What follows belongs to an exercise in optimizing a design on an open flow for small area and a short achievable clock period; a production flow would make more cautious choices. Only simulation tests tie the RTL to the original design; equivalence was not proved. Power is estimated from default activity; no workload was simulated.

==> flow/design.v (outline; a module is shown in full before it is edited, if it fits) <==
// module welt_rx_flight: 1098 lines
module welt_rx_flight (
    input  wire         clk,
    input  wire         rst,           
    input  wire         cfg_enc,       
    input  wire         in_valid,
    input  wire [255:0] in_data,       
    output reg          s_valid,
    output reg  [2:0]   s_kind,
    output reg          s_fwd,
    output reg          s_hfail,
    output reg          f_valid,
    output reg  [1:0]   f_result,
    output reg          f_crc_ok,
    output reg          f_hdr_ok,
    output reg  [15:0]  f_fseq,
    output reg          f_fill_next,
    output wire [15:0]  f_ack_seq,
    output wire         f_nak,
    output wire [1:0]   f_nak_rpl
);
  // ...
==> flow/flow/run.sh <==
#!/bin/bash
# Layout flow: the standard ORFS flow (standard.sh, unchanged synthesis).
# The only change: the port buffers that ORFS inserts on every input and
# output are sky130_fd_sc_hd__buf_1 instead of ORFS's default pick
# (clkdlybuf4s50_1, a slow delay cell).  Clock, period and I/O constraints
# are the standard flow's own.
set -euo pipefail
export BUFFER_PORTS_ARGS="-buffer_cell sky130_fd_sc_hd__buf_1"
bash standard.sh > standard.log 2>&1
==> flow/standard.sh <==
#!/bin/bash
# synth_recipe.tcl (not shown) runs the flow's synth.tcl, then flattens the netlist and writes it again
# the make line also repeats each setting of config.mk as NAME=value (left out here)
make -C /OpenROAD-flow-scripts/flow DESIGN_CONFIG=/design/flow/config.mk WORK_HOME=/design/flow/orfs CLKGATE_MAP_FILE= SYNTH_SCRIPT=/design/flow/synth_recipe.tcl "${@:-finish}"
==> flow/config.mk <==
export PLATFORM = sky130hd
export DESIGN_NAME = welt_rx_flight
export DESIGN_NICKNAME = welt_rx_flight
export VERILOG_FILES = /design/flow/design.v
export SDC_FILE = /design/flow/constraint.sdc
export NUM_CORES = 4
export LEC_CHECK = 0
export CAP_MARGIN = 40
export CORE_MARGIN = 2
export CORE_UTILIZATION = 50
export SLEW_MARGIN = 70
==> flow/constraint.sdc <==
create_clock -name core_clock -period 10.0 [get_ports {clk}]
set_input_delay 2.0000 -clock core_clock [delete_from_list [all_inputs] [get_ports {clk}]]
set_output_delay 2.0000 -clock core_clock [all_outputs]
set_load 0.01 [all_outputs]
==> impl_metrics.tcl, run 1 <==
set metrics [dict create \
    synthTopCellsByArea "xnor2_1, dfxtp_1, xor2_1" \
    min_to "f_fill_next" \
    postSynthCellCount 3042 \
    cp-end-kind "register" \
    drt-wirelength-per-cell_um 44.03 \
    hold_viol_final 0 \
    multi_input_cells 2425 \
    crit_start "d1[179]" \
    grt_use_met1 0.6432 \
    clkSinkCount 433 \
    tightest_slew_ns 0.6034 \
    drv_cap 0 \
    cp.buffers_inverters 0 \
    grt_max_degree 70 \
    pwr-share-comb 0.690 \
    numCtsBuffers 49 \
    pre_cts_ws_ns 6.425 \
    synth-adder-area-share 0.002757 \
    final_common_cell "xnor2_1" \
    min_period_over_period 0.3800 \
    synth_top_cell_by_area "xnor2_1" \
    grt.met3_usage 0.3603 \
    gr-total-overflow 0 \
    top_regs "d1 x256, s x32, f2 x22" \
    seq_area_frac 0.2181 \
    ff_latch_area_sq_mm 0.009250 \
    intPower_uw 7999 \
    pg_clk_uw 1960 \
    reg2regPathDepth 7 \
    htree_levels 2 \
    final_util 0.6736 \
    grt_antenna_before_repair 6 \
    status "no timing/DRC/antenna violations" \
    fin_cells 4371 \
    synth_top_family_by_area "XOR/XNOR gates" \
    synth.ff_latch_count 433 \
    start_util 0.5045 \
    drive_above_1_share 0.3218 \
    clock_power_share 0.131 \
]
==> inputs of run 2 (changes only) <==
--- a/flow/config.mk
+++ b/flow/config.mk
@@ -5,7 +5,7 @@
 export SDC_FILE = /design/flow/constraint.sdc
 export NUM_CORES = 4
 export LEC_CHECK = 0
-export CAP_MARGIN = 40
+export CAP_MARGIN = 0
 export CORE_MARGIN = 2
 export CORE_UTILIZATION = 50
-export SLEW_MARGIN = 70
+export SLEW_MARGIN = 0
==> impl_metrics.tcl, run 2 <==
set metrics [dict create \
    fin_cells 4180 \
    portBuffers 306 \
    drt-pass1-iter-count 10 \
    drc 0 \
    worstSkewPairLatency_ns 0.64 \
    core_area_sq_mm 0.06297 \
    period_needed_ns 4.781 \
    postSynthCellCount 3042 \
    drv_slew 17 \
    path_max_fanout 5 \
    min_period_over_period 0.4781 \
    fill_cells 5581 \
    powerDensity_mw_per_mm2 384.4 \
    start_util 0.5045 \
    path_class "reg -> reg" \
    synth.distinct_cells 56 \
    syn_nets 3309 \
    hold_class "reg -> reg" \
    htree_levels 2 \
    worstPathRequired_ns 10.36 \
    startpoint_type "register" \
    crit_top_cell "xnor2_1" \
    grt_max_degree 72 \
    seqPwrFrac 0.196 \
    drv_cap 8 \
    relSlewSlack -0.1717 \
    numCtsBuffers 48 \
    intPower_uw 7251 \
    synth_area_per_cell_sq_um 10.44 \
    clock-root-buffer "clkbuf_16" \
    multiInputGateArea_sq_mm 0.02201 \
    dp_hpwl_mm 155.5 \
    yosysWarnings 1 \
    cts_tree "built" \
    clock_power_share 0.139 \
    reg2regPathDepth 6 \
    cts_buffer_depth 3 \
    synthTopCellsByArea "xnor2_1, dfxtp_1, xor2_1" \
    die-area_sq_mm 0.06556 \
    drive_above_1_share 0.07089 \
    pwr-share-comb 0.665 \
    seq_area_frac_synth 0.2830 \
    cp-end-kind "register" \
    tns_ns 0 \
    vias 26510 \
    grt_pass1_vias 25060 \
    yosysTopAreaCellShare 0.4073 \
    totalPowerFinal_uw 13630 \
    row_count 92 \
    ios 307 \
    grt_pass1_wl_mm 240.1 \
    grt_antenna_before_repair 7 \
    rsz0062_at_grt "false" \
    synthToLayoutAreaGrowth_pct 11.63 \
    cts.clk_slew.worst_paths_ns 0.06 \
    final_common_cell "xnor2_1" \
    placed_cells 4089 \
    synthArstFlopShare 0 \
    largest_reg_flops 256 \
    drt-wirelength-per-cell_um 45.03 \
    min_path_cells 0 \
    crit_arrival_ns 5.14 \
    die-height_um 256.1 \
    max_freq_mhz 209.1 \
    synth_top_cell_by_area "xnor2_1" \
    violations "capacitance limit, slew limit" \
    synthFlopType "dfxtp_1" \
    synth_edf_count 32 \
    swShare 0.4680 \
    synth.ff_latch_count 433 \
    regMostFlops "d1" \
    drtIter0Drc 5269 \
    postRouteAntennaNets 0 \
    fin_nets 3562 \
    drt-total-wl_mm 188.2 \
    final_cell_mix "xnor2_1, xor2_1, dfxtp_1, buf_1, nor2_1" \
    p_leak_uw 0.01268 \
    clkSinkCount 433 \
    vdd_drop_max_mv 0.1929 \
    ff_latch_area_sq_mm 0.008990 \
    p_sw_uw 6380 \
    syn_area_sq_mm 0.03176 \
    cpPeakStageDelay_ns 1.18 \
    finalSetupViolations 0 \
    gp_congestion 1.304 \
    dieWidth_um 256.1 \
    status "complete, but fails checks" \
    yosysMostFrequentCell "xnor2_1" \
    top_regs "d1 x256, s x32, f2 x22" \
    viasPerCell 6.343 \
    worstPathCellList "xnor2_1 -> xnor2_1 -> xnor2_1 -> xnor2_1 -> xnor2_1 -> xnor3_1" \
    clock_skew_ns 0.03184 \
    tightest_slew_ns 1.745 \
    post-cts-setup-buffer-count 0 \
    gr-total-overflow 0 \
    post_cts_resize_count 0 \
    hold_viol_final 0 \
    synth_commonest_cells "xnor2_1, xor2_1, dfxtp_1" \
    grt_util_all_layers 0.5601 \
    hold_buffers 0 \
    slowest_stage "xnor2_1" \
]
run 2: critical path, delay by kind of cell (launching register included):
kind,cells,cell delay (ns)
xor+xnor,6,3.99
flops,1,0.50
run 2: metrics by stage:
| stage | hold WS (ns) | instance area [sq um] | util | setup WS, ns |
|---|---|---|---|---|
| after CTS | 0.3537 | 35350 | 0.5615 | 5.826 |
| after global routing | 0.3532 | 35450 | 0.5630 | 5.504 |
| after floorplan | 0.3096 | 31760 | - | 5.794 |
| final | 0.3417 | 35460 | 0.5631 | 5.219 |
| after global placement | 0.3139 | 33690 | 0.5351 | 5.247 |
| after detailed placement | 0.3402 | 33700 | 0.5352 | 5.883 |
run 2: final cells by class:
| class | instances | area share |
|---|---|---|
| timing repair buffer | 378 | 0.04799 |
| multi-input combinational | 2425 | 0.6206 |
| inverter | 9 | 0.0009527 |
| clock buffer | 61 | 0.03755 |
| clock inverter | 23 | 0.009139 |
| sequential | 433 | 0.2535 |
| tap | 846 | 0.02985 |
| antenna | 5 | 0.0003529 |
run 2: layer usage:
layer	wire, um	GRT usage	vias to the layer above
li1	-	-	9909
met1	65380	0.6335	12830
met2	69530	0.7272	2813
met3	31950	0.3440	949
met4	20820	0.4764	16
met5	531	0.05190	-
run 2: power by group through the flow:
stage	clock network, uW	registers, uW	logic, uW
floorplan	0	2340	5980
global placement	0	2660	8520
detailed placement	0	2660	8400
CTS	1890	2620	8440
global route	1950	2640	8970
finish	1890	2670	9070
run 2: cell families after synthesis:
group | after synthesis | share of synthesized area
and+or+nand+nor | 296 | 0.04585
buffers and inverters | 184 | 0.02714
muxes | 4 | 0.001261
AOI/OAI and AO/OA | 72 | 0.01489
xor gates and xnor gates | 2046 | 0.6251
adders and majority gates | 7 | 0.002757
DFF | 433 | 0.2830
run 2: path summary, 6_finish.rpt:
check	startpoint	to	slack, ns
worst max-delay path	d1[228]	s[30]	5.22
worst min-delay path	fn2	f_fill_next	0.34
worst max register to register	d1[228]	s[30]	5.22
worst min register to register	fn2	f_fill_next	0.34
==> inputs of run 3 (changes only) <==
--- a/flow/config.mk
+++ b/flow/config.mk
@@ -5,7 +5,7 @@
 export SDC_FILE = /design/flow/constraint.sdc
 export NUM_CORES = 4
 export LEC_CHECK = 0
-export CAP_MARGIN = 0
+export CAP_MARGIN = 20
 export CORE_MARGIN = 2
 export CORE_UTILIZATION = 50
-export SLEW_MARGIN = 0
+export SLEW_MARGIN = 20
==> impl_metrics.tcl, run 3 <==
set metrics [dict create \
    post-cts-setup-buffer-count 0 \
    drtIter0Drc 5207 \
    gp_congestion 1.304 \
    clock_skew_ns 0.05897 \
    vias 26350 \
    hold_viol_final 0 \
    core_area_sq_mm 0.06297 \
    drt-wirelength-per-cell_um 44.96 \
    final_cell_area_sq_mm 0.03569 \
    path_max_fanout 8 \
    regMostFlops "d1" \
    worstPathRequired_ns 10.38 \
    tightest_slew_ns 1.373 \
    rsz0062_at_grt "false" \
    drt-total-wl_mm 188.2 \
    synthFlopType "dfxtp_1" \
    dieWidth_um 256.1 \
    numCtsBuffers 48 \
    max_freq_mhz 213.3 \
    synth_edf_count 32 \
    period_needed_ns 4.689 \
    cp-end-kind "register" \
    die-height_um 256.1 \
    top_regs "d1 x256, s x32, f2 x22" \
    synth.ff_latch_count 433 \
    postRouteAntennaNets 0 \
    yosysMostFrequentCell "xnor2_1" \
    crit_arrival_ns 5.07 \
    drc 0 \
    synthToLayoutAreaGrowth_pct 12.36 \
    min_period_over_period 0.4689 \
    synth_commonest_cells "xnor2_1, xor2_1, dfxtp_1" \
    worstSkewPairLatency_ns 0.65 \
    min_path_cells 0 \
    synth_top_cell_by_area "xnor2_1" \
    largest_reg_flops 256 \
    start_util 0.5045 \
    clkSinkCount 433 \
    p_leak_uw 0.01281 \
    vdd_drop_max_mv 0.1926 \
    cts_buffer_depth 3 \
    reg2regPathDepth 7 \
    grt_pass1_wl_mm 240.6 \
    synth.distinct_cells 56 \
    gr-total-overflow 0 \
    powerDensity_mw_per_mm2 385.9 \
    startpoint_type "register" \
    grt_max_degree 72 \
    synth_area_per_cell_sq_um 10.44 \
    postSynthCellCount 3042 \
    synthArstFlopShare 0 \
    cts_tree "built" \
    cts.clk_slew.worst_paths_ns 0.06 \
    final_cell_mix "xnor2_1, xor2_1, dfxtp_1, buf_1, nor2_1" \
    grt_pass1_vias 25160 \
    clock-root-buffer "clkbuf_16" \
    synthTopCellsByArea "xnor2_1, dfxtp_1, xor2_1" \
    drv_cap 0 \
    htree_levels 2 \
    yosysTopAreaCellShare 0.4073 \
    seq_area_frac_synth 0.2830 \
    drive_above_1_share 0.07886 \
    fill_cells 5537 \
    row_count 92 \
    ff_latch_area_sq_mm 0.008990 \
    grt_util_all_layers 0.5603 \
    drv_slew 0 \
    grt_antenna_before_repair 6 \
    status "no timing/DRC/antenna violations" \
    syn_area_sq_mm 0.03176 \
    ios 307 \
    drt-pass1-iter-count 8 \
    viasPerCell 6.292 \
    fin_nets 3566 \
    finalSetupViolations 0 \
    post_cts_resize_count 0 \
    placed_area_sq_mm 0.03376 \
    dp_hpwl_mm 155.8 \
    yosysWarnings 1 \
    whs_ns 0.3474 \
    relSlewSlack 0.07819 \
    multiInputGateArea_sq_mm 0.02216 \
    die-area_sq_mm 0.06556 \
    hold_start "fn2" \
    reg2reg_from "d1[8]" \
    crit_start "d1[8]" \
    portBuffers 306 \
    hold_buffers 0 \
    hold_class "reg -> reg" \
    final_common_cell "xnor2_1" \
    tns_ns 0 \
    path_class "reg -> reg" \
    syn_nets 3309 \
]
[run 3: per-layer routing]
layer / GRT usage / up-vias / part of all wire
li1: - / 9938 / -
met3: 0.3491 / 929 / 0.17
met2: 0.7271 / 2757 / 0.37
met1: 0.6311 / 12710 / 0.34
met5: 0.04094 / - / 0.0035
met4: 0.4792 / 14 / 0.11
[run 3: cell families (layout without fill, tap and decap cells)]
| logic type | after synthesis | in the layout | share of synthesized area |
|---|---|---|---|
| multiplexers | 4 | 4 | 0.001261 |
| other | 0 | 6 | 0 |
| AO/OA/AOI/OAI | 72 | 72 | 0.01489 |
| AND/OR/NAND/NOR | 296 | 296 | 0.04585 |
| XOR/XNOR | 2046 | 2046 | 0.6251 |
| flip-flops | 433 | 433 | 0.2830 |
| adder cells (fa/ha/maj) | 7 | 7 | 0.002757 |
| buffers and inverters | 184 | 477 | 0.02714 |
[run 3: path summary, 6_finish.rpt]
check                end  slack [ns]
min          f_fill_next        0.35
max reg2reg        s[14]        5.31
max                s[14]        5.31
min reg2reg  f_fill_next        0.35
[run 3: per-stage QoR]
stage | utilization | std cells | total power (uW) | setup WS, ns
global route | 0.5666 | 4182 | 13680 | 5.534
finish | 0.5668 | 4187 | 13770 | 5.311
detailed placement | 0.5362 | 4090 | 11090 | 5.857
CTS | 0.5631 | 4176 | 13000 | 5.809
global placement | 0.5351 | 4089 | 11180 | 5.247
floorplan | - | 3042 | 8327 | 5.794
[run 3: critical path, cell delays in order, from the launching register on]
cell     delay (ns)
dfxtp_1        0.75
xor2_1         0.92
xnor2_1        0.24
xnor3_1        0.66
xnor2_1        0.87
xnor3_1        0.62
xnor2_1        0.21
xnor2_1        0.14
[run 3: where the power goes]
part           leakage (uW)  switching, uW  internal [uW]
Combinational       0.00834           5190           4000
Sequential          0.00365            463           2210
Clock              0.000827            828           1090
[run 3: layout make-up]
class                   count  share of cell area
multi-input cells        2425              0.6208
flip-flops and latches    433              0.2519
repair buffers            382             0.04894
clock buffers              66             0.03982
well taps                 846             0.02966
clock inverters            20            0.007537
inverters                   9           0.0009465
diodes                      6           0.0004207
==> inputs of run 4 (changes only) <==
--- a/flow/config.mk
+++ b/flow/config.mk
@@ -8,4 +8,6 @@
 export CAP_MARGIN = 20
 export CORE_MARGIN = 2
 export CORE_UTILIZATION = 50
+export CTS_BUF_LIST = sky130_fd_sc_hd__clkbuf_8
+export CTS_CLUSTER_SIZE = 30
 export SLEW_MARGIN = 20
==> impl_metrics.tcl, run 4 <==
set metrics [dict create \
    status "no timing/DRC/antenna violations" \
    drt-pass1-iter-count 7 \
    cts.clk_slew.worst_paths_ns 0.06 \
    r2r_setup_slack_ns 5.27 \
    swShare 0.4759 \
    drtIter0Drc 5074 \
    period_needed_ns 4.725 \
    synth_top_cell_by_area "xnor2_1" \
    die-area_sq_mm 0.06556 \
    gr-total-overflow 0 \
    post_cts_resize_count 0 \
    final_cell_mix "xnor2_1, xor2_1, dfxtp_1, buf_1, nor2_1" \
    hold_class "reg -> reg" \
    postSynthCellCount 3042 \
    dieWidth_um 256.1 \
    whs_ns 0.3440 \
    synth_area_per_cell_sq_um 10.44 \
    crit_arrival_ns 5.34 \
    intPower_uw 7111 \
    fin_nets 3592 \
    crit_start "d1[237]" \
    final_util 0.5645 \
    placed_area_sq_mm 0.03376 \
    drc 0 \
    ios 307 \
    yosysMostFrequentCell "xnor2_1" \
    htree_levels 3 \
    rr_endpoint "hs2[0]" \
    clock-root-buffer "clkbuf_8" \
    tns_ns 0 \
    finalSetupViolations 0 \
    path_class "reg -> reg" \
    synthTopCellsByArea "xnor2_1, dfxtp_1, xor2_1" \
    drv_cap 0 \
    syn_area_sq_mm 0.03176 \
    slowest_stage "xor2_1" \
    reg2regPathDepth 7 \
    grt_pass1_vias 25170 \
    cts_buffer_depth 3 \
    grt_antenna_before_repair 9 \
    p_sw_uw 6457 \
    core_area_sq_mm 0.06297 \
    regMostFlops "d1" \
    endpoint "hs2[0]" \
    synthToLayoutAreaGrowth_pct 11.91 \
    cpPeakStageDelay_ns 1.05 \
    grt_max_degree 72 \
    gp_congestion 1.304 \
    top_regs "d1 x256, s x32, f2 x22" \
    grt_util_all_layers 0.5648 \
    postRouteAntennaNets 0 \
    yosysWarnings 1 \
    startpoint_type "register" \
    vdd_drop_max_mv 0.1906 \
    clock_skew_ns 0.03888 \
    vias 26780 \
    cts_tree "built" \
    final_cell_area_sq_mm 0.03555 \
    cp-end-kind "register" \
    yosysTopAreaCellShare 0.4073 \
    drv_slew 0 \
    rsz0062_at_grt "false" \
    grt_pass1_wl_mm 241.4 \
    die-height_um 256.1 \
    synthArstFlopShare 0 \
    largest_reg_flops 256 \
    hold_viol_final 0 \
    synth.ff_latch_count 433 \
    min_period_over_period 0.4725 \
    seq_area_frac_synth 0.2830 \
    synth_commonest_cells "xnor2_1, xor2_1, dfxtp_1" \
    worstPathCellList "xor2_1 -> xnor2_1 -> xor2_1 -> xnor2_1 -> xnor2_1 -> xnor3_1 -> xnor2_1" \
    pwr-share-comb 0.675 \
    drt-wirelength-per-cell_um 44.85 \
    syn_nets 3309 \
    row_count 92 \
    powerDensity_mw_per_mm2 381.7 \
    post-cts-setup-buffer-count 0 \
    max_freq_mhz 211.6 \
    totalPowerFinal_uw 13570 \
    drt-total-wl_mm 189.5 \
    numCtsBuffers 75 \
    dp_hpwl_mm 155.8 \
    synthFlopType "dfxtp_1" \
    crit_top_cell "xnor2_1" \
    viasPerCell 6.337 \
    reg2reg_from "d1[237]" \
    drive_above_1_share 0.08654 \
    synth_edf_count 32 \
    synth.distinct_cells 56 \
    start_util 0.5045 \
    final_common_cell "xnor2_1" \
    portBuffers 306 \
    clkSinkCount 433 \
    path_max_fanout 5 \
    hold_buffers 0 \
    p_leak_uw 0.01286 \
    tightest_slew_ns 1.357 \
    clock_power_share 0.129 \
    seqPwrFrac 0.197 \
    worstPathRequired_ns 10.61 \
    relSlewSlack 0.08907 \
    worstSkewPairLatency_ns 0.75 \
]
==> run 4: cell counts after synthesis <==
Identical to the previous run, type by type.
==> run 4: logic make-up after synthesis <==
| kind of cell | synth area share |
|---|---|
| xor+xnor | 0.6251 |
| flops | 0.2830 |
| simple gates | 0.04585 |
| buf+inv | 0.02714 |
| compound gates | 0.01489 |
| fa+ha+maj | 0.002757 |
| mux | 0.001261 |
==> run 4: worst min-delay path by stage <==
stage | start | to | slack [ns] | depth (start not counted)
6_report | fn2 | f_fill_next | 0.34 | 0
5_1_grt | fn2 | f_fill_next | 0.36 | 0
4_1_cts | fn2 | f_fill_next | 0.35 | 0
3_5_place_dp | fn2 | f_fill_next | 0.34 | 0
3_3_place_gp | fn2 | f_fill_next | 0.31 | 0
2_1_floorplan | fn2 | f_fill_next | 0.31 | 0
==> run 4: power by group through the flow <==
| stage | combinational (uW) | clock [uW] | sequential, uW |
|---|---|---|---|
| after floorplan | 5980 | 0 | 2340 |
| after global placement | 8520 | 0 | 2660 |
| after detailed placement | 8430 | 0 | 2660 |
| after CTS | 8470 | 1740 | 2630 |
| after global routing | 9030 | 1810 | 2640 |
| final | 9150 | 1740 | 2670 |
==> run 4: worst max-delay path, delay by kind of cell (launching register included) <==
| family | cells | cell delay, ns |
|---|---|---|
| XOR/XNOR | 7 | 3.85 |
| flip-flops | 1 | 0.75 |
==> run 4: final cells by class <==
type                            count  area, sq um
Clock inverter                     40        346.6
Inverter                            9        33.78
Tap cell                          846         1059
Sequential cell                   433         8990
Timing Repair Buffer              381         1732
Fill cell                        5566        27420
Antenna cell                        6        15.01
Clock buffer                       86         1184
Multi-Input combinational cell   2425        22190
==> run 4: per-layer routing <==
| layer | wire length (um) | up-vias | track usage |
|---|---|---|---|
| li1 | - | 9991 | - |
| met1 | 64560 | 12950 | 0.6340 |
| met2 | 70220 | 2891 | 0.7286 |
| met3 | 33400 | 933 | 0.3672 |
| met4 | 20740 | 12 | 0.4761 |
| met5 | 615 | - | 0.02632 |
==> run 4: stage by stage <==
stage                     setup WS (ns)  instances
after global placement            5.247       4089
after global routing              5.498       4221
after floorplan                   5.794       3042
final                             5.275       4226
after CTS                         5.854       4216
after detailed placement          5.857       4090
==> inputs of run 5 (changes only) <==
==> flow/run.sh (new file) <==
#!/bin/bash
# synth_recipe.tcl (not shown) runs the flow's synth.tcl, then flattens the netlist and writes it again
# the make line also repeats each setting of config.mk as NAME=value (left out here)
make -C /OpenROAD-flow-scripts/flow DESIGN_CONFIG=/design/flow/config.mk WORK_HOME=/design/flow/orfs CLKGATE_MAP_FILE= SYNTH_SCRIPT=/design/flow/synth_recipe.tcl finish
==> flow/config.mk (replaced) <==
export PLATFORM = sky130hd
export DESIGN_NAME = welt_rx_flight
export DESIGN_NICKNAME = welt_rx_flight
export VERILOG_FILES = /design/flow/design.v
export SDC_FILE = /design/flow/constraint.sdc
export NUM_CORES = 4
export LEC_CHECK = 0
export CAP_MARGIN = 40
export CORE_MARGIN = 2
export CORE_UTILIZATION = 25
export SLEW_MARGIN = 40
removed: flow/flow/run.sh
removed: flow/standard.sh
==> impl_metrics.tcl, run 5 <==
set metrics [dict create \
    grt_antenna_before_repair 3 \
    grt_pass1_vias 23390 \
    hold_viol_final 0 \
    seq_area_frac_synth 0.2830 \
    synthTopCellsByArea "xnor2_1, dfxtp_1, xor2_1" \
    finalSetupViolations 0 \
    cpPeakStageDelay_ns 0.65 \
    drtIter0Drc 3407 \
    slowest_stage "dfxtp_2" \
    postSynthCellCount 3042 \
    clock-root-buffer "clkbuf_16" \
    tns_ns 0 \
    grt_util_all_layers 0.3536 \
    syn_nets 3309 \
    vdd_drop_max_mv 0.1436 \
    drt-wirelength-per-cell_um 46.53 \
    cts_tree "built" \
    pwr-share-comb 0.669 \
    period_needed_ns 4.459 \
    htree_levels 2 \
    relSlewSlack 0.3018 \
    row_count 130 \
    grt_use_met1 0.4738 \
    intPower_uw 7509 \
    gr-total-overflow 0 \
    totalPowerFinal_uw 14300 \
    gp_congestion 1.073 \
    portBuffers 306 \
    synth_commonest_cells "xnor2_1, xor2_1, dfxtp_1" \
    top_regs "d1 x256, s x32, f2 x22" \
    powerDensity_mw_per_mm2 357.2 \
    p_leak_uw 0.01452 \
    drt-pass1-iter-count 5 \
    start_util 0.2523 \
    clkSinkCount 433 \
    largest_reg_flops 256 \
    met2_usage 0.5262 \
    fin_nets 3630 \
    swShare 0.4747 \
    post-cts-setup-buffer-count 0 \
    seqPwrFrac 0.187 \
    placed_cells 4956 \
    die-area_sq_mm 0.1299 \
    drv_slew 0 \
    crit_top_cell "xnor2_1" \
    worstSkewPairLatency_ns 0.69 \
    drive_above_1_share 0.1312 \
    cp-end-kind "register" \
    path_class "reg -> reg" \
    hold_buffers 0 \
    die-height_um 360.5 \
    status "no timing/DRC/antenna violations" \
    max_freq_mhz 224.3 \
    cts.clk_slew.worst_paths_ns 0.07 \
    synth_area_per_cell_sq_um 10.44 \
    path_max_fanout 50 \
    rsz0062_at_grt "false" \
    tightest_slew_ns 1.040 \
    yosysMostFrequentCell "xnor2_1" \
    vias 24410 \
    numCtsBuffers 55 \
    hold_class "reg -> reg" \
    syn_area_sq_mm 0.03176 \
    crit_arrival_ns 4.88 \
    grt_busiest_layer "met2" \
    min_period_over_period 0.4459 \
    ff_latch_area_sq_mm 0.008995 \
    final_common_cell "xnor2_1" \
    pre_cts_ws_ns 5.538 \
    drc 0 \
    synth.ff_latch_count 433 \
    clock_power_share 0.144 \
    post_cts_resize_count 0 \
    clock_skew_ns 0.03214 \
    synth_top_cell_by_area "xnor2_1" \
    ios 307 \
    grt.met3_usage 0.06180 \
    dp_hpwl_mm 205.1 \
    synthArstFlopShare 0 \
    fin_cells 5059 \
    grt_pass1_wl_mm 287.2 \
    synthToLayoutAreaGrowth_pct 26.00 \
    r2r_setup_slack_ns 5.54 \
    final_cell_mix "xnor2_1, dfxtp_1, xor2_1, clkdlybuf4s50_1, buf_4" \
    startpoint_type "register" \
    worstPathRequired_ns 10.42 \
    drt-total-wl_mm 235.4 \
    yosysTopAreaCellShare 0.4073 \
    worstPathCellList "buf_4 -> nor2b_1 -> xnor2_1 -> xnor3_1 -> xnor2_1 -> xor2_1 -> xnor2_1 -> xnor2_1" \
    layout_setup_ws_ns 5.541 \
    yosysWarnings 1 \
    multiInputGateArea_sq_mm 0.02305 \
    core_area_sq_mm 0.1259 \
    synth.distinct_cells 56 \
    postRouteAntennaNets 0 \
    regMostFlops "d1" \
    synth_edf_count 32 \
    drv_cap 0 \
    cts_buffer_depth 3 \
    synthFlopType "dfxtp_1" \
    p_sw_uw 6786 \
    viasPerCell 4.826 \
    dieWidth_um 360.5 \
    fill_cells 13070 \
    grt_max_degree 68 \
]
run 5: cell counts after synthesis:
Identical to the previous run, type by type.
run 5: final cells by class:
cell class              count  area share
multi-input cells        2425      0.5760
flip-flops and latches    433      0.2247
repair buffers            439      0.1014
well taps                1650     0.05158
clock buffers              62     0.03604
clock inverters            39    0.009285
inverters                   9   0.0008441
diodes                      2   0.0001250
run 5: through the flow:
| stage | hold slack (ns) | utilization | cell area, sq um |
|---|---|---|---|
| global route | 0.3506 | 0.3179 | 40020 |
| detailed placement | 0.3121 | 0.3032 | 38170 |
| finish | 0.3264 | 0.3179 | 40020 |
| floorplan | 0.3096 | - | 31760 |
| global placement | 0.3124 | 0.2957 | 37230 |
| CTS | 0.3271 | 0.3176 | 39980 |
run 5: metal layers:
metal / up-vias / share of wire
li1: 10070 / -
met2: 1441 / 0.42
met3: 400 / 0.078
met5: - / 0.000051
met4: 2 / 0.075
met1: 12500 / 0.42
run 5: cell families (layout without fill, tap and decap cells):
logic type	count (synthesis)	count (layout)	share of synthesized area
mux	4	4	0.001261
other cells	0	2	0
flops	433	433	0.2830
compound gates	72	72	0.01489
buf+inv	184	549	0.02714
xor+xnor	2046	2046	0.6251
simple gates	296	296	0.04585
fa+ha+maj	7	7	0.002757
run 5: path summary, 6_finish.rpt:
check / startpoint / end / cells past startpoint
max: restart / s[14] / 8
min: fn2 / f_fill_next / 0
max reg2reg: restart / s[14] / 8
min reg2reg: fn2 / f_fill_next / 0
run 5: power groups by stage:
stage	Sequential (uW)	Clock (uW)	Combinational (uW)
finish	2670	2060	9570
global placement	2680	0	9240
detailed placement	2690	0	9240
floorplan	2340	0	5980
global route	2650	2160	9630
CTS	2650	2100	9290
run 5: critical path: cells and delay by family (launching register included):
| family | cells | cell delay, ns |
|---|---|---|
| xor+xnor | 6 | 2.63 |
| flops | 1 | 0.65 |
| buf+inv | 1 | 0.65 |
| simple gates | 1 | 0.25 |
==> inputs of run 6 (changes only) <==
==> flow/flow/run.sh (new file) <==
#!/bin/bash
# Layout flow: the standard ORFS flow (standard.sh, unchanged synthesis),
# with two placement/repair settings passed to ORFS through the environment:
#  - the port buffers that ORFS inserts on every input and output are
#    sky130_fd_sc_hd__buf_1 instead of the default pick (clkdlybuf4s50_1);
#  - timing repair works to a setup slack margin (SETUP_SLACK_MARGIN ns).
# The clock, its period and the I/O constraints are the standard flow's own.
set -euo pipefail
export BUFFER_PORTS_ARGS="-buffer_cell sky130_fd_sc_hd__buf_1"
export SETUP_SLACK_MARGIN=6.5
bash standard.sh > standard.log 2>&1
==> flow/standard.sh (new file) <==
#!/bin/bash
# synth_recipe.tcl (not shown) runs the flow's synth.tcl, then flattens the netlist and writes it again
# the make line also repeats each setting of config.mk as NAME=value (left out here)
make -C /OpenROAD-flow-scripts/flow DESIGN_CONFIG=/design/flow/config.mk WORK_HOME=/design/flow/orfs CLKGATE_MAP_FILE= SYNTH_SCRIPT=/design/flow/synth_recipe.tcl "${@:-finish}"
removed: flow/run.sh
==> impl_metrics.tcl, run 6 <==
set metrics [dict create \
    status "no timing/DRC/antenna violations" \
    drv_slew 0 \
    die-height_um 360.5 \
    worstSkewPairLatency_ns 0.68 \
    path_max_fanout 5 \
    startpoint_type "register" \
    grt_pass1_wl_mm 271.2 \
    synthFlopType "dfxtp_1" \
    intPower_uw 7509 \
    seq_area_frac_synth 0.2830 \
    core_area_sq_mm 0.1259 \
    clock_power_share 0.149 \
    hold_viol_final 0 \
    row_count 130 \
    cts.clk_slew.worst_paths_ns 0.06 \
    grt_antenna_before_repair 7 \
    seqPwrFrac 0.189 \
    grt_max_degree 69 \
    clock_skew_ns 0.03466 \
    drt-pass1-iter-count 7 \
    drt-total-wl_mm 219.8 \
    viasPerCell 4.846 \
    relSlewSlack 0.2823 \
    drtIter0Drc 3490 \
    powerDensity_mw_per_mm2 362.8 \
    swShare 0.4631 \
    whs_ns 0.3301 \
    yosysMostFrequentCell "xnor2_1" \
    synthToLayoutAreaGrowth_pct 21.39 \
    hold_class "reg -> reg" \
    synthTopCellsByArea "xnor2_1, dfxtp_1, xor2_1" \
    drv_cap 0 \
    yosysWarnings 1 \
    synth_commonest_cells "xnor2_1, xor2_1, dfxtp_1" \
    worstPathRequired_ns 10.42 \
    cts_buffer_depth 3 \
    final_cell_mix "xnor2_1, xor2_1, dfxtp_1, buf_1, xnor2_2" \
    drt-wirelength-per-cell_um 43.53 \
    yosysTopAreaCellShare 0.4073 \
    vdd_drop_max_mv 0.1712 \
    postSynthCellCount 3042 \
    portBuffers 306 \
    final_common_cell "xnor2_1" \
    dieWidth_um 360.5 \
    synth_edf_count 32 \
    fill_cells 13210 \
    clkSinkCount 433 \
    final_util 0.3063 \
    start_util 0.2523 \
    drive_above_1_share 0.1409 \
    synthArstFlopShare 0 \
    top_regs "d1 x256, s x32, f2 x22" \
    p_sw_uw 6478 \
    p_leak_uw 0.01378 \
    min_period_over_period 0.3719 \
    synth.distinct_cells 56 \
    period_needed_ns 3.719 \
    hold_buffers 0 \
    synth_area_per_cell_sq_um 10.44 \
    tns_ns 0 \
    drc 0 \
    ios 307 \
    synth_top_cell_by_area "xnor2_1" \
    gp_congestion 1.139 \
    max_freq_mhz 268.9 \
    largest_reg_flops 256 \
    crit_arrival_ns 4.13 \
    postRouteAntennaNets 0 \
    finalSetupViolations 0 \
    syn_area_sq_mm 0.03176 \
    numCtsBuffers 51 \
    path_class "reg -> reg" \
    cts_tree "built" \
    syn_nets 3309 \
    regMostFlops "d1" \
    grt_util_all_layers 0.3306 \
    fin_nets 3624 \
    die-area_sq_mm 0.1299 \
    pwr-share-comb 0.662 \
    dp_hpwl_mm 189.2 \
    synth.ff_latch_count 433 \
    gr-total-overflow 0 \
    htree_levels 2 \
    grt_pass1_vias 23420 \
    rsz0062_at_grt "true" \
    tightest_slew_ns 1.069 \
    clock-root-buffer "clkbuf_16" \
    vias 24480 \
    cp-end-kind "register" \
]
[run 6: cell counts after synthesis]
Identical to the previous run, type by type.
[run 6: worst max-delay path, stage by stage (launching register included)]
cell and delay, ns:
dfxtp_1 0.79, xnor2_1 0.22, xnor2_2 0.53, xnor2_1 0.23, xnor2_1 0.53, xnor2_1 0.24, xnor2_1 0.62, xnor3_1 0.31
[run 6: layer usage]
metal  part of all wire  vias up  global-route usage
li1                   -    10040                   -
met3              0.086      486             0.06210
met1               0.40    12340              0.4214
met2               0.42     1596              0.4955
met4              0.093       12              0.2477
met5            0.00035        -                   0
[run 6: final timing paths]
kind,to,cells after the start,start,slack [ns]
worst max register to register,s[15],7,d1[196],6.28
worst max-delay path,s[15],7,d1[196],6.28
worst min-delay path,f_fill_next,0,fn2,0.33
worst min register to register,f_fill_next,0,fn2,0.33
[run 6: repair_timing]
item	4_1_cts	5_1_grt
buffers inserted	2	11
pin swaps	1	5
resized for setup	71	30
setup endpoints to repair	75	46
[run 6: metrics by stage]
stage | total power (uW) | setup slack, ns | area, sq um | std cells
global placement | 11490 | 5.586 | 35160 | 4938
CTS | 13690 | 6.413 | 38280 | 5039
detailed placement | 11470 | 5.552 | 35920 | 4941
finish | 13990 | 6.281 | 38560 | 5051
floorplan | 8327 | 6.727 | 31770 | 3042
global route | 14190 | 6.385 | 38560 | 5050
[run 6: power by group through the flow]
stage | clock network [uW] | registers, uW | logic, uW
after floorplan | 0 | 2340 | 5980
after global placement | 0 | 2660 | 8830
after detailed placement | 0 | 2660 | 8820
after CTS | 2120 | 2630 | 8940
after global routing | 2190 | 2630 | 9360
final | 2090 | 2640 | 9260
[run 6: cell families after synthesis]
group                    Yosys count  share of synthesized area
AO/OA/AOI/OAI                     72                    0.01489
AND/OR/NAND/NOR                  296                    0.04585
flip-flops                       433                     0.2830
buffers and inverters            184                    0.02714
adder cells (fa/ha/maj)            7                   0.002757
XOR/XNOR                        2046                     0.6251
multiplexers                       4                   0.001261
[run 6: area by class of cell]
class,count,area (sq um),area share
antenna,1,2.502,0.00006490
timing repair buffer,437,2208,0.05727
clock buffer,58,1374,0.03563
sequential,433,9022,0.2340
tap,1650,2064,0.05354
clock inverter,38,484.2,0.01256
inverter,9,33.78,0.0008761
multi-input combinational,2425,23370,0.6061
==> inputs of run 7 (changes only) <==
--- a/flow/config.mk
+++ b/flow/config.mk
@@ -5,7 +5,7 @@
 export SDC_FILE = /design/flow/constraint.sdc
 export NUM_CORES = 4
 export LEC_CHECK = 0
-export CAP_MARGIN = 40
+export CAP_MARGIN = 20
 export CORE_MARGIN = 2
-export CORE_UTILIZATION = 25
-export SLEW_MARGIN = 40
+export CORE_UTILIZATION = 50
+export SLEW_MARGIN = 20
==> impl_metrics.tcl, run 7 <==
set metrics [dict create \
    status "no timing/DRC/antenna violations" \
    core_area_sq_mm 0.06297 \
    cts_buffer_depth 3 \
    path_class "reg -> reg" \
    p_leak_uw 0.01302 \
    m1WireLength_mm 64.19 \
    yosysTopAreaCellShare 0.4073 \
    synth_area_per_cell_sq_um 10.44 \
    path_max_fanout 4 \
    die-area_sq_mm 0.06556 \
    viasPerCell 6.197 \
    fin_cells 4157 \
    clkSinkCount 433 \
    drv_slew 0 \
    tns_ns 0 \
    seq_area_frac_synth 0.2830 \
    fill_cells 5488 \
    vdd_drop_max_mv 0.1804 \
    tightest_slew_ns 1.312 \
    ios 307 \
    htree_levels 2 \
    period_needed_ns 3.796 \
    final_common_cell "xnor2_1" \
    synthArstFlopShare 0 \
    cpPeakStageDelay_ns 0.69 \
    hold_buffers 0 \
    dieWidth_um 256.1 \
    drv_cap 0 \
    postRouteAntennaNets 0 \
    grt_antenna_before_repair 8 \
    die-height_um 256.1 \
    max_freq_mhz 263.4 \
    synth_top_cell_by_area "xnor2_1" \
    drive_above_1_share 0.09970 \
    post-cts-setup-buffer-count 0 \
    top_regs "d1 x256, s x32, f2 x22" \
    swShare 0.4589 \
    placed_area_sq_mm 0.03362 \
    drt-pass1-iter-count 6 \
    grt_max_degree 72 \
    start_util 0.5045 \
    p_sw_uw 6158 \
    worstPathCellList "xnor2_2 -> xor2_2 -> xnor2_2 -> xor2_1 -> xnor2_1 -> xnor2_2 -> xnor2_1" \
    clock-root-buffer "clkbuf_16" \
    clock_skew_ns 0.04587 \
    largest_reg_flops 256 \
    syn_area_sq_mm 0.03176 \
    met2_wirelength_mm 68.05 \
    worstPathRequired_ns 10.37 \
    crit_arrival_ns 4.16 \
    yosysMostFrequentCell "xnor2_1" \
    finalSetupViolations 0 \
    min_period_over_period 0.3796 \
    cts_tree "built" \
    hold_viol_final 0 \
    pwr-share-comb 0.664 \
    syn_nets 3309 \
    synthToLayoutAreaGrowth_pct 13.92 \
    vias 25760 \
    drt-total-wl_mm 184.1 \
    regMostFlops "d1" \
    synth.distinct_cells 56 \
    top_layer "met5" \
    row_count 92 \
    final_cell_mix "xnor2_1, xor2_1, dfxtp_1, buf_1, nor2_1" \
    intPower_uw 7261 \
    hold_class "reg -> reg" \
    gr-total-overflow 0 \
    portBuffers 306 \
    cp-end-kind "register" \
    yosysWarnings 1 \
    synthTopCellsByArea "xnor2_1, dfxtp_1, xor2_1" \
    drtIter0Drc 4640 \
    worstSkewPairLatency_ns 0.65 \
    fin_nets 3539 \
    crit_top_cell "xnor2_2" \
    final_cell_area_sq_mm 0.03619 \
    cts.clk_slew.worst_paths_ns 0.07 \
    wl_met3_mm 30.80 \
    synthFlopType "dfxtp_1" \
    powerDensity_mw_per_mm2 370.8 \
    dp_hpwl_mm 152.5 \
    synth_commonest_cells "xnor2_1, xor2_1, dfxtp_1" \
    drt-wirelength-per-cell_um 44.29 \
    postSynthCellCount 3042 \
    slowest_stage "xor2_1" \
    rsz0062_at_grt "true" \
    placed_cells 4067 \
    seqPwrFrac 0.200 \
    synth_edf_count 32 \
    grt_pass1_vias 24320 \
    clock_power_share 0.136 \
    gp_congestion 1.242 \
    drc 0 \
    grt_util_all_layers 0.5493 \
    grt_pass1_wl_mm 233.5 \
    synth.ff_latch_count 433 \
    numCtsBuffers 47 \
    startpoint_type "register" \
    relSlewSlack 0.1193 \
]
## run 7: cell counts after synthesis
No cell type changed its count.
## run 7: worst paths after layout
| check | start | to | slack (ns) | cells after the start |
|---|---|---|---|---|
| worst max-delay path | d1[98] | s[1] | 6.20 | 7 |
| worst min-delay path | fn2 | f_fill_next | 0.34 | 0 |
| worst max register to register | d1[98] | s[1] | 6.20 | 7 |
| worst min register to register | fn2 | f_fill_next | 0.34 | 0 |
## run 7: kinds of logic after synthesis
| group | after synthesis | synth area share |
|---|---|---|
| compound gates | 72 | 0.01489 |
| xor+xnor | 2046 | 0.6251 |
| fa+ha+maj | 7 | 0.002757 |
| buf+inv | 184 | 0.02714 |
| flops | 433 | 0.2830 |
| mux | 4 | 0.001261 |
| simple gates | 296 | 0.04585 |
## run 7: cell type report
type	instances	area, sq um	share of cell area
diodes	1	2.502	0.00006915
clock buffers	60	1316	0.03637
clock inverters	27	285.3	0.007883
inverters	9	33.78	0.0009335
multi-input cells	2426	22920	0.6333
flip-flops and latches	433	9019	0.2492
well taps	846	1059	0.02925
repair buffers	355	1554	0.04294
## run 7: layer usage
layer  global-route usage  up-vias
li1                     -     9872
met1               0.6383    12470
met2               0.7214     2574
met3               0.3075      834
met4               0.4644       12
met5              0.01023        -
## run 7: power groups by stage
stage          combinational (uW)  clock (uW)  sequential (uW)
6_report                     8920        1820             2680
5_1_grt                      8930        1890             2660
4_1_cts                      8320        1820             2640
3_5_place_dp                 8230           0             2670
3_3_place_gp                 8250           0             2670
2_1_floorplan                5980           0             2340
## run 7: repair_timing
action                     in CTS  in global routing
pin swaps                       0                  1
setup endpoints to repair      83                 88
cloned                          1                  0
resized for setup              71                 61
## run 7: critical path, delay by kind of cell (launching register included)
family / cells / cell delay (ns)
xor gates and xnor gates: 7 / 2.98
DFF: 1 / 0.51
## run 7: metrics by stage
stage	util	hold slack, ns	power [uW]	worst slack [ns]
after global placement	0.5329	0.3139	10920	5.576
after detailed placement	0.5340	0.3309	10890	5.543
final	0.5747	0.3366	13420	6.204
after CTS	0.5671	0.3415	12780	6.328
after global routing	0.5747	0.3423	13480	6.383
after floorplan	-	0.3096	8327	6.727
==> inputs of run 8 (changes only) <==
--- a/flow/config.mk
+++ b/flow/config.mk
@@ -7,5 +7,5 @@
 export LEC_CHECK = 0
 export CAP_MARGIN = 20
 export CORE_MARGIN = 2
-export CORE_UTILIZATION = 50
+export CORE_UTILIZATION = 65
 export SLEW_MARGIN = 20
==> impl_metrics.tcl, run 8 <==
set metrics [dict create \
    synth_area_per_cell_sq_um 10.44 \
    htree_levels 2 \
    synthFlopType "dfxtp_1" \
    clock-root-buffer "clkbuf_16" \
    synth_edf_count 32 \
    row_count 81 \
    pre_cts_ws_ns 5.609 \
    haltStage "global routing (5_1_grt)" \
    syn_nets 3309 \
    synth.ff_latch_count 433 \
    synthTopCellsByArea "xnor2_1, dfxtp_1, xor2_1" \
    grt_util_all_layers 0.6788 \
    seq_area_frac_synth 0.2830 \
    post-cts-setup-buffer-count 0 \
    synth.distinct_cells 56 \
    yosysMostFrequentCell "xnor2_1" \
    hold_buffers 0 \
    dp_hpwl_mm 135.1 \
    syn_area_sq_mm 0.03176 \
    toolErrorMsg "[ERROR GRT-0116] Global routing finished with congestion. Check the congestion regions in the DRC Viewer." \
    start_util 0.6543 \
    postSynthCellCount 3042 \
    grt_max_degree 72 \
    numCtsBuffers 45 \
    synth_commonest_cells "xnor2_1, xor2_1, dfxtp_1" \
    portBuffers 306 \
    status "did not finish" \
    cts_buffer_depth 3 \
    synthArstFlopShare 0 \
    dieWidth_um 225.1 \
    grt_pass1_vias 26760 \
    gp_congestion 1.425 \
    yosysWarnings 1 \
    ios 307 \
    gr-total-overflow 10 \
    synth_top_cell_by_area "xnor2_1" \
    yosysTopAreaCellShare 0.4073 \
    die-height_um 225.1 \
    grt_pass1_wl_mm 230.0 \
    clkSinkCount 433 \
]
run 8: cell counts after synthesis:
Identical to the previous run, type by type.
run 8: stage by stage:
step / hold slack [ns] / instance area (sq um) / utilization / instances
2_1_floorplan: 0.3096 / 31770 / - / 3042
3_3_place_gp: 0.3125 / 33170 / 0.6832 / 3833
3_5_place_dp: 0.3164 / 33240 / 0.6847 / 3835
4_1_cts: 0.3298 / 35090 / 0.7228 / 3917
run 8: worst min path at each step:
stage	start	endpoint	slack (ns)
after detailed placement	fn2	f_fill_next	0.32
after global placement	fn2	f_fill_next	0.31
after floorplan	fn2	f_fill_next	0.31
after CTS	fn2	f_fill_next	0.33
run 8: logic make-up after synthesis:
group                    count (synthesis)  share of synthesized area
adder cells (fa/ha/maj)                  7                   0.002757
XOR/XNOR                              2046                     0.6251
AO/OA/AOI/OAI                           72                    0.01489
buffers and inverters                  184                    0.02714
AND/OR/NAND/NOR                        296                    0.04585
multiplexers                             4                   0.001261
flip-flops                             433                     0.2830
run 8: what timing repair did:
| item | 4_1_cts |
|---|---|
| setup endpoints to repair | 75 |
| cloned | 1 |
| pin swaps | 1 |
| resized for setup | 36 |
| endpoints found under the hold margin | 0 |
run 8: power groups by stage:
stage,Sequential [uW],Combinational (uW),Clock [uW]
after floorplan,2340,5980,0
after global placement,2630,7960,0
after detailed placement,2630,8030,0
after CTS,2600,8080,1830
run 8: layer usage:
metal	GRT overflow	track usage
met5	0	0.2444
met4	4	0.5586
met3	2	0.5193
met2	4	0.8375
met1	0	0.7317

==> re-timing with driven ports <==
No port has a modelled driver above. Below, the same layouts with a new extraction and two added sets of constraints.
Step 1: set_driving_cell puts a clkbuf_16 on clk and a buf_2 on each other input, an assumption about the parent block.
Step 2 moves the port delays by t, midway between the first and last clock arrival at a register: inputs arrive t later, outputs are due t later. That takes back most of the time a late clock gives input paths.
a / b / c = no drivers / after step 1 / after step 2; a / b = the first two.
run	shift t [ns]	slack for setup (ns)	worst setup path at the end	pins driven straight from the clock port
run 1	0.706	6.200 / 6.200 / 6.200	register to register	1
run 2	0.691	5.219 / 5.219 / 5.219	register to register	1
run 3	0.696	5.311 / 5.311 / 5.311	register to register	1
run 4	0.799	5.275 / 5.275 / 5.275	register to register	1
run 5	0.746	5.541 / 5.541 / 5.541	register to register	1
run 6	0.737	6.281 / 6.281 / 6.281	register to register	1
run 7	0.695	6.204 / 6.204 / 6.204	register to register	1
